What follows belongs to an exercise in optimizing a design on an open flow for small area, a short achievable clock period and few clock cycles; a production flow would make more cautious choices. Only simulation tests tie the RTL to the original design; equivalence was not proved.

==> flow/design.v (outline; a module is shown in full before it is edited, if it fits) <==
// module ctl_law_engine: 3330 lines
// module ctl_law_fa: 10 lines
// module ctl_law_ha: 9 lines
module ctl_law_engine (
    input  wire        clk,
    input  wire        rst,
    input  wire        start,
    output reg  [7:0]  rd_addr,
    input  wire [39:0] rd_data,
    output reg         wr_en,
    output reg  [7:0]  wr_addr,
    output reg  [39:0] wr_data,
    output reg         done
);
  // ...
==> flow/flow/run.sh <==
#!/bin/bash
set -euo pipefail
export BUFFER_PORTS_ARGS="-buffer_cell sky130_fd_sc_hd__buf_4"
export PRE_DETAIL_PLACE_TCL="$PWD/flow/resize_io.tcl"
bash standard.sh > layout.log 2>&1
==> flow/flow/resize_io.tcl <==
# Hook run before detailed placement (PRE_DETAIL_PLACE_TCL): the flip-flops
# that drive the output ports' buffers get a stronger drive of the same cell
# (sky130_fd_sc_hd__dfxtp_1 -> dfxtp_4); their names and function stay.
set n_up 0
foreach port [get_ports -filter "direction == output"] {
  set pnet [get_nets -quiet [get_full_name $port]]
  if {$pnet eq ""} { continue }
  foreach bpin [get_pins -quiet -of_objects $pnet -filter "direction == output"] {
    set buf [get_cells -of_objects $bpin]
    foreach ipin [get_pins -of_objects $buf -filter "direction == input"] {
      set inet [get_nets -of_objects $ipin]
      foreach dpin [get_pins -quiet -of_objects $inet -filter "direction == output"] {
        set ff [get_cells -of_objects $dpin]
        if {[get_property $ff ref_name] eq "sky130_fd_sc_hd__dfxtp_1"} {
          replace_cell $ff sky130_fd_sc_hd__dfxtp_4
          incr n_up
        }
      }
    }
  }
}
puts "resize_io: $n_up output flip-flops set to dfxtp_4"
==> flow/standard.sh <==
#!/bin/bash
# synth_recipe.tcl (not shown) runs the flow's synth.tcl, then flattens the netlist and writes it again
# the make line also repeats each setting of config.mk as NAME=value (left out here)
make -C /OpenROAD-flow-scripts/flow DESIGN_CONFIG=/design/flow/config.mk WORK_HOME=/design/flow/orfs CLKGATE_MAP_FILE= SYNTH_SCRIPT=/design/flow/synth_recipe.tcl "${@:-finish}"
==> flow/config.mk <==
export PLATFORM = sky130hd
export DESIGN_NAME = ctl_law_engine
export DESIGN_NICKNAME = ctl_law_engine
export VERILOG_FILES = /design/flow/design.v
export SDC_FILE = /design/flow/constraint.sdc
export NUM_CORES = 4
export LEC_CHECK = 0
export CAP_MARGIN = 20
export CORE_MARGIN = 2
export CORE_UTILIZATION = 40
export CTS_CLUSTER_DIAMETER = 80
export CTS_CLUSTER_SIZE = 24
export SLEW_MARGIN = 20
export SYNTH_HIERARCHICAL = 1
==> flow/constraint.sdc <==
create_clock -name core_clock -period 20.0 [get_ports {clk}]
set_input_delay 4.0000 -clock core_clock [delete_from_list [all_inputs] [get_ports {clk}]]
set_output_delay 4.0000 -clock core_clock [all_outputs]
set_load 0.01 [all_outputs]
==> metrics.md, run 1 <==
| Metric | Value |
|---|---|
| Max-cap check violation count | 0 |
| Most frequent cell after synthesis | dfxtp_1 |
| WS Path Type | register to register |
| Synthesis Warnings | 8 |
| Setup crit end | acc_c[40] |
| Largest Register | rv |
| Via Count | 68347 |
| Post_cts resized | 0 |
| Status | timing/DRC/antenna clean |
| Most frequent cells after synthesis | dfxtp_1, xnor2_1, fa_1 |
| Wirelength, routed | 303000 um |
| 1st-pass router iterations | 7 |
| Highest routed layer | met5 |
| Ant diodes | 11 |
| GR Layer Usage met1 | a little over a third |
| Most frequent cells in the layout | dfxtp_1, xnor2_1, fa_1, nor2_1, a21oi_1 |
| I/O Pins | between 100 and 150 |
| Worst-skew pair later-pin latency | 0.77 ns |
| Final setup viols | 0 |
| Top class by area | multi-input combinational cells |
| Layout Cell Area excl Fill | 95400 um^2 |
| Global Route Usage Sum | 26.3% |
| Synthesized area per cell | roughly 10 um^2 |
| RSZ-0062 raised after global routing | false |
| Synth top area share | a little under a quarter |
| CP Launch Point | mreg[20] |
Testbench counts, summed over its fixed seeds: cycles 123,961.
==> inputs of run 2 (changes only) <==
--- a/flow/design.v
+++ b/flow/design.v
@@ -68,17 +68,17 @@
     reg        h_gt4;       
     reg        h_lt4;       
     reg        lim_on4;     
     reg [40:0] lim_a;
     reg [40:0] lim_b;
     reg       v5;
     reg [3:0] r5;
     reg       sat5;
-    reg       hold5, p_hi5, p_lo5;
+    reg       hold5, lim_on5;
     reg       s_xo5, s_q5, s_max5, s_min5;
     reg       v6;
     reg       sat6;
     reg [1:0] inc6;
     reg [7:0] mneg0, mneg1, mnz0, mnz1;
     reg [1:0] lim_hi, lim_lo;
     reg       lim_any;
     function [3:0] next_col;
@@ -3035,33 +3035,22 @@
     wire        j_lo3   = lnk3 ? lim_lo[1] : lim_lo[0];
     wire        lt_q   = $signed(q4) < $signed(xo);
     wire        eq_q   = q4 == xo;
     wire        xo_max = xo == 40'h7F_FFFF_FFFF;
     wire        xo_min = xo == 40'h80_0000_0000;
     wire        lt     = shi4 ? 1'b0   : slo4 ? !xo_min : lt_q;
     wire        eq     = shi4 ? xo_max : slo4 ? xo_min  : eq_q;
     wire        hold   = (h_lt4 && lt) || (h_gt4 && !lt && !eq);
-    wire signed [40:0] q4_41 = {q4[39], q4};
-    wire signed [40:0] xo41  = {xo[39], xo};
-    wire signed [40:0] smax  = 41'h07F_FFFF_FFFF;
-    wire signed [40:0] smin  = 41'h180_0000_0000;
-    wire        chr    = shi4 ? (smax > $signed(lim_a)) :
-                         slo4 ? (smin > $signed(lim_a)) : (q4_41 > $signed(lim_a));
-    wire        clr    = shi4 ? (smax < $signed(lim_b)) :
-                         slo4 ? (smin < $signed(lim_b)) : (q4_41 < $signed(lim_b));
-    wire        chx    = xo41 > $signed(lim_a);
-    wire        clx    = xo41 < $signed(lim_b);
-    wire        p_hi4  = lim_on4 && (hold ? chx : chr);
-    wire        p_lo4  = lim_on4 && !p_hi4 && (hold ? clx : clr);
     wire [39:0] x5     = ({40{s_xo5}} & xo) | ({40{s_q5}} & q4) |
                          ({40{s_max5}} & 40'h7F_FFFF_FFFF) |
                          ({40{s_min5}} & 40'h80_0000_0000);
-    wire        p_hi   = p_hi5;
-    wire        p_lo   = p_lo5;
+    wire signed [40:0] x5_41 = {x5[39], x5};
+    wire        p_hi   = lim_on5 && (x5_41 > $signed(lim_a));
+    wire        p_lo   = lim_on5 && !p_hi && (x5_41 < $signed(lim_b));
     wire [39:0] p_out  = p_hi ? lim_a[39:0] : (p_lo ? lim_b[39:0] : x5);
     wire [1:0]  inc5   = {1'b0, hold5} + {1'b0, p_hi | p_lo};
     wire [16:0] limcnt_sum  = {1'b0, stat[39:24]} + {15'd0, inc6};
     wire [15:0] limcnt_next = limcnt_sum[16] ? 16'hFFFF : limcnt_sum[15:0];
     wire [15:0] asat_next   = (stat[23:8] == 16'hFFFF) ? 16'hFFFF : stat[23:8] + 16'd1;
     wire [15:0] limcnt_n    = v6 ? limcnt_next : stat[39:24];
     wire [15:0] asat_n      = (v6 && sat6) ? asat_next : stat[23:8];
     wire        asat_f      = (v6 && sat6) | stat[4];
@@ -3129,18 +3118,17 @@
         h_lt4   <= is_int3 && ((j_hi3 && m_neg3) || (j_lo3 && m_pos3));
         lim_on4 <= r3[3] || intmask[si3];
         v4   <= v3;
         r4   <= r3;
         v5    <= v4;
         r5    <= r4;
         sat5  <= shi4 | slo4;
         hold5   <= hold;
-        p_hi5   <= p_hi4;
-        p_lo5   <= p_lo4;
+        lim_on5 <= lim_on4;
         s_xo5   <= hold;
         s_q5    <= !hold && !shi4 && !slo4;
         s_max5  <= !hold && shi4;
         s_min5  <= !hold && slo4;
         wr_en <= 1'b0;
         v6    <= v5;
         sat6  <= sat5;
         inc6  <= r5[3] ? 2'd0 : inc5;
==> flow/flow/run.sh (replaced) <==
#!/bin/bash
set -euo pipefail
export BUFFER_PORTS_ARGS="-buffer_cell sky130_fd_sc_hd__buf_4"
bash standard.sh > layout.log 2>&1
removed: flow/flow/resize_io.tcl
==> metrics.md, run 2 <==
| Metric | Value |
|---|---|
| Final setup viols | 0 (unchanged) |
| Post-route setup slack | 14.29 ns |
| DP Worst Slack | 14.60 ns |
| Worst hold stages | 0 |
| GRT overflow | 0 |
| I/O Pins | 101 (unchanged) |
| Commonest non-fill, non-tap cell in the layout | dfxtp_1 |
| DPL Wire Length | 214000 um |
| Final hold slack | about 0.32 ns |
| Via Count | 66148 (-3.2%) |
| Worst-skew pair later-pin latency | 0.76 ns (about the same) |
| Area leader, netlist | dfxtp_1 |
| Final setup TNS | 0 ns |
| Final Slew Violations | 0 |
| Remaining antenna violation count after routing | 0 |
| Wirelength, routed | 299000 um (-1.4%) |
| Die H | approximately 470 um |
| Slowest cell on the critical path | dfxtp_1 |
| CP max stage delay | 0.73 ns |
| Fin crit share | 28.5% |
| Prevailing post-synth register cell | dfxtp_1 |
| Layout Cell Area excl Fill | 92600 um^2 (-2.9%) |
| Post_cts resized | 0 (unchanged) |
| First-pass GRT wire length | between 400000 and 500000 um |
| Hold Fails Final Rpt | 0 |
| H-Tree Depth | 3 |
| Vias per cell | 5.97 |
| IO Port Bufs | 98 |
| Clock root cell | clkbuf_16 |
| Largest Register | rv |
| Wire length per cell | 26.9 um |
| Register area share after synthesis | a little over a third |
| Max Clock Freq | between 0.15 and 0.2 GHz |
| Gpl congestion | 0.966 |
| Most frequent cells in the layout | dfxtp_1, xnor2_1, fa_1, nor2_1, a21oi_1 |
| Setup Buffers After CTS | 0 |
| 1st-pass router iterations | 7 (unchanged) |
| Fill count | approximately 21000 |
| Netlist Area Pre-Place | just under 90000 um^2 |
| Die Area | 221000 um^2 |
| Clock tree sinks | 1357 |
| Total CTS buffers | 77 |
| Levels on crit path | 1 |
| Critical path required time | between 15 and 20 ns |
| Placeable Area | between 200000 and 250000 um^2 |
| Worst Skew | 0.0617 ns |
| DIE WIDTH | 471 um |
| Max reg flops | 560 |
| Setup crit start kind | register |
| RSZ-0062 raised after global routing | false |
| Synthesis-stage register bit count | 1357 |
| Async SR Flop Fraction | 0% |
| Max-cap check violation count | 0 (unchanged) |
| Final #Nets | 9401 |
| Num rows | 171 |
| WP data arrival | 1.71 ns |
| Initial antenna violation count | 15 |
| Slew headroom | roughly 18% |
| Mapped Cells | between 8000 and 9000 |
| Yosys cell types | roughly 90 |
| Worst Path Buf+Inv | 1 |
| Layout cells sized above 1 | 5.81% |
| Most frequent cell after synthesis | dfxtp_1 |
| Dpl cell area | 90000 um^2 |
| Area Overhead vs Synth | 6.37% |
| HP Class | register to register |
| Remaining DRCs | 0 |
| Deepest clock path buffer count | 3 |
| Status | timing/DRC/antenna clean |
| Synth area leaders | dfxtp_1, fa_1, edfxtp_1 |
| Worst-path clk slew | 0.10 ns |
| EDFF count, synth | 330 |
| Synth top area share | 23.6% (+0.49 points) |
| Starting Density | between 40% and 50% |
| Detailed Route Iter0 Violations | between 7000 and 8000 |
| Worst Tran Pin Value | 1.23 ns |
| WS Path Type | register to output pin |
| Hold_buf cts | 0 |
| Most frequent cells after synthesis | dfxtp_1, xnor2_1, fa_1 |
| Vias in the first global route | between 60000 and 70000 |
| Worst setup EP type | output pin |
| Sequence of cells on the critical path | buf_4 |
| CTS tree | done |
| Largest delay contributor family on the critical path | flip-flops |
| Largest net degree at the start of global routing | 84 |
| Regs by FF count | rv (560), acc_s (83), acc_c (82) |
| Crit path max fanout | 1 |
| Crit path time final | 5.71 ns |
| Register-to-Register Path Depth | 14 |
| Synthesis Warnings | 8 (unchanged) |
| Synthesized area per cell | 10.2 um^2 (+1.2%) |
| Global Route Usage Sum | 26.4% (+0.048 points) |
[run 2: kinds of logic after synthesis]
family                   share of synthesized area [%]
AO/OA/AOI/OAI                                     15.6
XOR/XNOR                                          10.3
multiplexers                                     0.984
flip-flops                                        35.0
AND/OR/NAND/NOR                                   8.31
buffers and inverters                             5.36
other                                          0.00431
adder cells (fa/ha/maj)                           24.4
[run 2: cell type report]
class                   count  area (um^2)  area share, %
diodes                      7         17.5         0.0189
clock buffers             104         2070           2.24
clock inverters            32          464          0.501
inverters                 509         1910           2.06
multi-input cells        5959        52100           56.2
flip-flops and latches   1357        30500           32.9
well taps                2854         3570           3.86
repair buffers            263         1980           2.14
[run 2: path summary, 6_finish.rpt]
| path | from | slack, ns | end |
|---|---|---|---|
| worst max-delay path | wr_data[31] | 14.29 | wr_data[31] |
| worst min-delay path | rv[1][20] | 0.32 | rv[0][20] |
| worst max register to register | hold5 | 14.38 | wr_data[8] |
| worst min register to register | rv[1][20] | 0.32 | rv[0][20] |
[run 2: routing by layer]
layer | vias up | GRT usage, % | routed length, um
li1 | 28503 | - | -
met1 | 33107 | 34.0 | 118000
met2 | 3658 | 40.9 | 133000
met3 | 868 | 7.31 | 30800
met4 | 12 | 12.6 | 16200
met5 | - | 0.0433 | 91
[run 2: per-stage QoR]
| step | cells | util [%] |
|---|---|---|
| floorplan | 8549 | - |
| global placement | 10941 | 41.5 |
| detailed placement | 10941 | 41.5 |
| CTS | 11077 | 42.7 |
| global route | 11080 | 42.7 |
| finish | 11085 | 42.7 |
[run 2: per-module statistics from Yosys (local to each module, per instance)]
module | flip-flops and latches | cells | copies in the design
ctl_law_ha | 0 | 1 | 61
ctl_law_fa | 0 | 1 | 841
ctl_law_engine | 1357 | 7646 | 1
Testbench counts of run 2, summed over its fixed seeds: cycles 123,961.

==> what the ideal ports hide <==
In the flow no input, the clock included, has a driving cell. The finished layouts below were timed again as built, in two steps. Step 1: set_driving_cell puts a clkbuf_16 on clk and a buf_2 on each other input, an assumption about the parent block. Step 2 times the ports against the registers' clock, not the clock port: input delays grow and output delays shrink by t, the midpoint of the rising clock arrivals with the driver on. Three values: no drivers, after step 1, after step 2; two values: the first two.
run | shift t [ns] | slack for setup (ns) | hold slack, ns | slew at the worst register clock pin (ns) | cell pins on the clock port's net
run 1 | 0.836 | 14.684 / 14.649 / 14.587 | 0.323 / 0.323 / 0.323 | 0.11 / 0.11 | 1
run 2 | 0.833 | 14.293 / 14.188 / 14.379 | 0.319 / 0.319 / 0.319 | 0.11 / 0.11 | 1
After both steps every run listed still meets setup and hold. For run 1, which loses most, drivers alone change the setup slack by -0.035 ns; drivers and shift together by -0.097 ns.
